This is an optimization exercise on Yosys and OpenROAD, whose aim is small area, not a production implementation.
Only simulation tests tie the RTL to the original design; equivalence was not proved.
Power is estimated from default activity; no workload was simulated.

Design pc_decim, start of the top module:
module pc_decim (
    input  wire         clk,
    input  wire         rst,
    input  wire         cfg_we,
    input  wire [1:0]   cfg_ch,
    input  wire [31:0]  cfg_data,
    input  wire         mod_tick,
    input  wire [3:0]   mod_bits,
    output wire [3:0]   pc_valid,
    output wire [3:0]   pc_settled,
    output wire [127:0] pc_word
);
Size: about 6900 cells after synthesis, ~2500 flip-flops.
clock: 25.0 ns
lec_check: 0
abc_area: 1
cap_margin: 20
core_margin: 2
core_utilization: 50
cts_buf_list: sky130_fd_sc_hd__clkbuf_4 sky130_fd_sc_hd__clkbuf_8
cts_cluster_size: 30
place_density: 0.65
slew_margin: 20
run.sh (not shown) runs the stock make flow with config.mk's settings and CLKGATE_MAP_FILE= SYNTH_SCRIPT=/design/flow/synth_recipe.tcl, a recipe that flattens the netlist after the stock synthesis.
Edit:
- CTS_BUF_LIST: sky130_fd_sc_hd__clkbuf_4 sky130_fd_sc_hd__clkbuf_8 -> default
- CTS_CLUSTER_SIZE: 30 -> default
Outcome: The new run completed with no timing, DRC or antenna violations. Final area went down by 0.43%. Count of clock-buffer cells in the layout went down by 277. Global-route usage stays flat. Worst setup slack improved by 0.22 ns. Via count went down by 2.0%. Final cell count went down by 2.7%. Critical path depth is unchanged. Fmax went up by 0.97%. Routed wire length went down by 0.42%.

Another version of the RTL of pc_decim (not shown whole).
For scale: roughly 5400 cells after synthesis, roughly 180 I/O pins.
Settings: LEC_CHECK=0, ABC_AREA=1, CAP_MARGIN=20, CORE_MARGIN=2, CORE_UTILIZATION=50, PLACE_DENSITY=0.65, SLEW_MARGIN=20; clock period 25.0 ns.
standard.sh (not shown) runs the stock make flow with config.mk's settings and CLKGATE_MAP_FILE= SYNTH_SCRIPT=/design/flow/synth_recipe.tcl, a recipe that flattens the netlist after the stock synthesis.
==> flow/flow/run.sh <==
#!/bin/bash
# The standard layout (standard.sh), with these changes to how it is made:
#  - after the standard synthesis (bash standard.sh synth, unchanged), the
#    full adders' polarities are chosen again to need fewer inverters
#    (fapol.py), and the combinational logic between the flip-flops and
#    full adders is mapped again for area with ABC (remap.tcl, remap.abc);
#    the flip-flops keep their cells and names;
#  - clock tree synthesis adds no dummy loads and puts up to 18 flip-flops
#    within 80 um under each clkbuf_8 leaf buffer;
#  - every input and output port still gets its own buffer, a buf_1.
# Logs: make's output in synth.log and layout.log, fapol.py's in fapol.log,
# yosys's in remap.log; each ORFS step's log is under orfs/logs/.
set -euo pipefail
here=$(pwd)
res=$here/orfs/results/$FLOW_PLATFORM/pc_decim/base
bash standard.sh synth > synth.log 2>&1
cp $res/1_2_yosys.v $here/standard_1_2_yosys.v
python3 flow/fapol.py $here/standard_1_2_yosys.v $here/fapol.v > fapol.log 2>&1
export REMAP_LIB=$FLOW_HOME/platforms/sky130hd/lib/sky130_fd_sc_hd__tt_025C_1v80.lib
export REMAP_IN=$here/fapol.v
export REMAP_OUT=$here/remap.v
export REMAP_SCRIPT=$here/flow/remap.abc
export REMAP_KEEP="$(grep -oE 'sky130_fd_sc_hd__(df|edf|sdf|fa_|dl|conb)[a-z0-9_]*' $here/standard_1_2_yosys.v | sort -u | tr '\n' ' ')"
export REMAP_DONT_USE="$(make -s -C $FLOW_HOME DESIGN_CONFIG=$here/config.mk print-DONT_USE_CELLS 2>/dev/null | sed 's/^DONT_USE_CELLS: *//')"
yosys -c flow/remap.tcl > remap.log 2>&1
grep -q "sky130_fd_sc_hd__" remap.v
cp remap.v $res/1_2_yosys.v
rm -f $res/1_synth.odb $res/1_synth.sdc
export CTS_ARGS="-sink_clustering_enable -repair_clock_nets -dont_use_dummy_load -sink_clustering_size 10 -sink_clustering_max_diameter 50 -buf_list {sky130_fd_sc_hd__clkbuf_4}"
export BUFFER_PORTS_ARGS="-buffer_cell sky130_fd_sc_hd__buf_1"
bash standard.sh > layout.log 2>&1
Other scripts of this flow, unchanged in this note and not shown: flow/flow/fapol.py, flow/flow/remap.abc, flow/flow/remap.tcl
Edit:
--- a/flow/flow/run.sh
+++ b/flow/flow/run.sh
@@ -6,6 +6,6 @@
 #    full adders is mapped again for area with ABC (remap.tcl, remap.abc);
 #    the flip-flops keep their cells and names;
-#  - clock tree synthesis adds no dummy loads and puts up to 18 flip-flops
-#    within 80 um under each clkbuf_8 leaf buffer;
+#  - clock tree synthesis adds no dummy loads and puts up to 16 flip-flops
+#    within 70 um under each clkbuf_8 leaf buffer;
 #  - every input and output port still gets its own buffer, a buf_1.
 # Logs: make's output in synth.log and layout.log, fapol.py's in fapol.log,
@@ -28,4 +28,5 @@
 rm -f $res/1_synth.odb $res/1_synth.sdc
 export CTS_ARGS="-sink_clustering_enable -repair_clock_nets -dont_use_dummy_load -sink_clustering_size 10 -sink_clustering_max_diameter 50 -buf_list {sky130_fd_sc_hd__clkbuf_4}"
+export REMOVE_ABC_BUFFERS=1
 export BUFFER_PORTS_ARGS="-buffer_cell sky130_fd_sc_hd__buf_1"
 bash standard.sh > layout.log 2>&1
GPL_TIMING_DRIVEN = 0   (was default)
Result:
- setup slack loses 1.1 ns
- area after synthesis is unchanged
- non-clock buffer count drops by 54
- core utilization is lower by 0.17 points
- cell count drops slightly
- design area fell slightly
- clock-buffer cell count fell by 1
Edit:
--- a/flow/flow/run.sh
+++ b/flow/flow/run.sh
@@ -6,6 +6,6 @@
 #    full adders is mapped again for area with ABC (remap.tcl, remap.abc);
 #    the flip-flops keep their cells and names;
-#  - clock tree synthesis adds no dummy loads and puts up to 16 flip-flops
-#    within 70 um under each clkbuf_8 leaf buffer;
+#  - clock tree synthesis adds no dummy loads and puts up to 18 flip-flops
+#    within 80 um under each clkbuf_8 leaf buffer;
 #  - every input and output port still gets its own buffer, a buf_1.
 # Logs: make's output in synth.log and layout.log, fapol.py's in fapol.log,
@@ -27,6 +27,5 @@
 cp remap.v $res/1_2_yosys.v
 rm -f $res/1_synth.odb $res/1_synth.sdc
-export CTS_ARGS="-sink_clustering_enable -repair_clock_nets -dont_use_dummy_load -sink_clustering_size 10 -sink_clustering_max_diameter 50 -buf_list {sky130_fd_sc_hd__clkbuf_4}"
-export REMOVE_ABC_BUFFERS=1
+export CTS_ARGS="-sink_clustering_enable -repair_clock_nets -dont_use_dummy_load -sink_clustering_size 16 -sink_clustering_max_diameter 70 -buf_list {sky130_fd_sc_hd__clkbuf_8}"
 export BUFFER_PORTS_ARGS="-buffer_cell sky130_fd_sc_hd__buf_1"
 bash standard.sh > layout.log 2>&1
GPL_TIMING_DRIVEN = default   (was 0)
=> The changed run finished with timing, DRC and antenna clean; non-clock buffer count rises by 54; hold slack is about the same; power rises slightly; maximum frequency rises by a few percent; worst setup slack improved by 1.4 ns.
Edit:
GPL_TIMING_DRIVEN = 0   (was default)
Result:
- The new run completed without violations
- via count hardly moves
- setup slack is worse by 1.5 ns
- routed wire length came out lower by 0.64%
Edit:
--- a/flow/flow/run.sh
+++ b/flow/flow/run.sh
@@ -6,6 +6,6 @@
 #    full adders is mapped again for area with ABC (remap.tcl, remap.abc);
 #    the flip-flops keep their cells and names;
-#  - clock tree synthesis adds no dummy loads and puts up to 18 flip-flops
-#    within 80 um under each clkbuf_8 leaf buffer;
+#  - clock tree synthesis adds no dummy loads and puts up to 16 flip-flops
+#    within 70 um under each clkbuf_8 leaf buffer;
 #  - every input and output port still gets its own buffer, a buf_1.
 # Logs: make's output in synth.log and layout.log, fapol.py's in fapol.log,
CAP_MARGIN = 0   (was 20)
GPL_TIMING_DRIVEN = default   (was 0)
SLEW_MARGIN = 0   (was 20)
Critical path depth decreases by 2.
Synthesized area stays the same.
Non-clock buffer count decreases by 48.
Fmax increases by a few percent.

Setup of try-delta:
pc_decim again, from the RTL that the note above started with.
clock: 25.0 ns
lec_check: 0
abc_area: 1
cap_margin: 20
core_margin: 2
core_utilization: 50
place_density: 0.65
slew_margin: 20
==> flow/flow/run.sh <==
#!/bin/bash
# The standard layout (standard.sh), with these changes to how it is made:
#  - after the standard synthesis (bash standard.sh synth, unchanged), the
#    full adders' polarities are chosen again to need fewer inverters
#    (fapol.py), and the combinational logic between the flip-flops and
#    full adders is mapped again for area with ABC (remap.tcl, remap.abc);
#    the flip-flops keep their cells and names;
#  - clock tree synthesis adds no dummy loads and puts up to 16 flip-flops
#    within 70 um under each clkbuf_8 leaf buffer;
#  - every input and output port still gets its own buffer, a buf_1.
# Logs: make's output in synth.log and layout.log, fapol.py's in fapol.log,
# yosys's in remap.log; each ORFS step's log is under orfs/logs/.
set -euo pipefail
here=$(pwd)
res=$here/orfs/results/$FLOW_PLATFORM/pc_decim/base
bash standard.sh synth > synth.log 2>&1
cp $res/1_2_yosys.v $here/standard_1_2_yosys.v
python3 flow/fapol.py $here/standard_1_2_yosys.v $here/fapol.v > fapol.log 2>&1
export REMAP_LIB=$FLOW_HOME/platforms/sky130hd/lib/sky130_fd_sc_hd__tt_025C_1v80.lib
export REMAP_IN=$here/fapol.v
export REMAP_OUT=$here/remap.v
export REMAP_SCRIPT=$here/flow/remap.abc
export REMAP_KEEP="$(grep -oE 'sky130_fd_sc_hd__(df|edf|sdf|fa_|dl|conb)[a-z0-9_]*' $here/standard_1_2_yosys.v | sort -u | tr '\n' ' ')"
export REMAP_DONT_USE="$(make -s -C $FLOW_HOME DESIGN_CONFIG=$here/config.mk print-DONT_USE_CELLS 2>/dev/null | sed 's/^DONT_USE_CELLS: *//')"
yosys -c flow/remap.tcl > remap.log 2>&1
grep -q "sky130_fd_sc_hd__" remap.v
cp remap.v $res/1_2_yosys.v
rm -f $res/1_synth.odb $res/1_synth.sdc
export CTS_ARGS="-sink_clustering_enable -repair_clock_nets -dont_use_dummy_load -sink_clustering_size 16 -sink_clustering_max_diameter 70 -buf_list {sky130_fd_sc_hd__clkbuf_8}"
export BUFFER_PORTS_ARGS="-buffer_cell sky130_fd_sc_hd__buf_1"
bash standard.sh > layout.log 2>&1
Other scripts of this flow, unchanged in this note and not shown: flow/flow/fapol.py, flow/flow/remap.abc, flow/flow/remap.tcl
No stage failed in try-delta, and the final checks on the layout all came back clean.
Relative to try-delta, the following input files were edited for try-umber:
Settings: GPL_TIMING_DRIVEN newly set to 0.
--- a/flow/flow/run.sh
+++ b/flow/flow/run.sh
@@ -29,0 +30 @@
+export REMOVE_ABC_BUFFERS=1
Notes after the runs:
Compared with try-delta, try-umber shows a higher sequential share of layout area.
[compare] base=try-delta new=try-umber: fmax lost 1.9 MHz; wire length lost 1200 um.
For try-umber, the critical-path cell with the highest stage delay was sky130_fd_sc_hd__a211oi_1, unlike try-delta, where it was sky130_fd_sc_hd__nor4_1.
Here is what was changed in the inputs of try-willow compared with try-umber.
Settings: CORE_UTILIZATION now 70, was 50; PLACE_DENSITY now 0.85, was 0.65.
--- a/flow/flow/run.sh
+++ b/flow/flow/run.sh
@@ -8,2 +8,2 @@
-#  - clock tree synthesis adds no dummy loads and puts up to 16 flip-flops
-#    within 70 um under each clkbuf_8 leaf buffer;
+#  - clock tree synthesis adds no dummy loads and puts up to 18 flip-flops
+#    within 80 um under each clkbuf_8 leaf buffer;
@@ -30 +29,0 @@
-export REMOVE_ABC_BUFFERS=1
Results
Diff try-umber -> try-willow: TritonCTS sink count was more or less identical; number of filler cells placed in the layout went down by 6,145; global-route usage over all layers went up by 9.4 points; final-layout worst hold slack was more or less identical; wire length went up by about 7%. In try-willow the routed via count turned out 1,739 higher than in try-umber. try-umber → try-willow: die area has decreased, post-route clock period utilization went up by 0.35 points, register-to-register slack shrank by 60 ps.
#### Input delta (try-garnet over try-willow)
Settings: swapping 70 for 50 in CORE_UTILIZATION; clearing GPL_TIMING_DRIVEN, which used to be 0; swapping 0.85 for 0.65 in PLACE_DENSITY.
--- a/flow/flow/run.sh
+++ b/flow/flow/run.sh
@@ -29 +29 @@
-export CTS_ARGS="-sink_clustering_enable -repair_clock_nets -dont_use_dummy_load -sink_clustering_size 16 -sink_clustering_max_diameter 70 -buf_list {sky130_fd_sc_hd__clkbuf_8}"
+export CTS_ARGS="-sink_clustering_enable -repair_clock_nets -dont_use_dummy_load -sink_clustering_size 18 -sink_clustering_max_diameter 80 -buf_list {sky130_fd_sc_hd__clkbuf_8}"
Notes after the runs:
- Flop-to-flop setup slack on try-garnet is ahead of try-willow.
- As far as number of maximum-capacitance violations is concerned, try-willow and try-garnet perform about the same.
- Measured against try-willow, the depth of the worst register-to-register path of try-garnet comes out at 0.947 times the reference value.
- Final non-filler cell total grows by a few percent when moving from try-willow to try-garnet.
- [diff] number of vias after detailed routing, try-garnet relative to try-willow: improvement
- Density: try-garnet sparser than try-willow
- In the tables for try-garnet and try-willow, initial core utilization reads lower with try-garnet.
- On met3 capacity usage during global routing: try-garnet sits below try-willow.
The inputs of try-fjord differ from those of try-garnet as listed below.
Settings: GPL_TIMING_DRIVEN now 0, previously not set.
--- a/flow/flow/run.sh
+++ b/flow/flow/run.sh
@@ -8,2 +8,2 @@
-#  - clock tree synthesis adds no dummy loads and puts up to 18 flip-flops
-#    within 80 um under each clkbuf_8 leaf buffer;
+#  - clock tree synthesis adds no dummy loads and puts up to 16 flip-flops
+#    within 70 um under each clkbuf_8 leaf buffer;
@@ -29 +29,2 @@
-export CTS_ARGS="-sink_clustering_enable -repair_clock_nets -dont_use_dummy_load -sink_clustering_size 18 -sink_clustering_max_diameter 80 -buf_list {sky130_fd_sc_hd__clkbuf_8}"
+export CTS_ARGS="-sink_clustering_enable -repair_clock_nets -dont_use_dummy_load -sink_clustering_size 16 -sink_clustering_max_diameter 70 -buf_list {sky130_fd_sc_hd__clkbuf_8}"
+export REMOVE_ABC_BUFFERS=1
Results
try-fjord leaves less setup margin than try-garnet.
Summary of try-fjord over try-garnet: critical path depth has increased, share of power burned in combinational logic decreased 0.2 points, shortest period the worst path allows rose by 860 ps.

## what the ideal ports hide
In the flow no input, the clock included, has a driving cell. The finished layouts below were timed again as built, in two steps. Step 1, drivers: a clkbuf_16 drives clk and a buf_2 each remaining input, both assumed. Step 2 moves the port delays by t, midway between the first and last clock arrival at a register: inputs arrive t later, outputs are due t later. That takes back most of the time a late clock gives input paths. Three values: ideal, step 1, step 2; two values: the first two.
run	shift t [ns]	slack for setup (ns)	hold WS [ns]
the first run of note 1	1.086	1.930 / 1.853 / 2.939	0.256 / 0.256 / 0.256
the second run of note 1	0.924	2.151 / 2.071 / 2.995	0.282 / 0.282 / 0.282
the first run of note 2	1.244	2.975 / 2.905 / 4.149	0.257 / 0.257 / 0.257
the second run of note 2	1.274	1.886 / 1.814 / 3.088	0.242 / 0.242 / 0.242
the third run of note 2	0.938	3.254 / 3.183 / 4.121	0.239 / 0.239 / 0.239
the fourth run of note 2	0.944	1.729 / 1.656 / 2.600	0.232 / 0.232 / 0.232
the fifth run of note 2	0.956	3.248 / 3.176 / 4.133	0.236 / 0.236 / 0.236
try-delta	0.938	3.254 / 3.183 / 4.121	0.239 / 0.239 / 0.239
try-umber	0.952	2.336 / 2.264 / 3.215	0.261 / 0.261 / 0.261
try-willow	0.948	2.248 / 2.175 / 3.124	0.260 / 0.260 / 0.260
try-garnet	0.939	3.192 / 3.127 / 4.066	0.265 / 0.265 / 0.265
try-fjord	0.952	2.336 / 2.264 / 3.215	0.261 / 0.261 / 0.261
After both steps setup and hold are still met in every run listed.
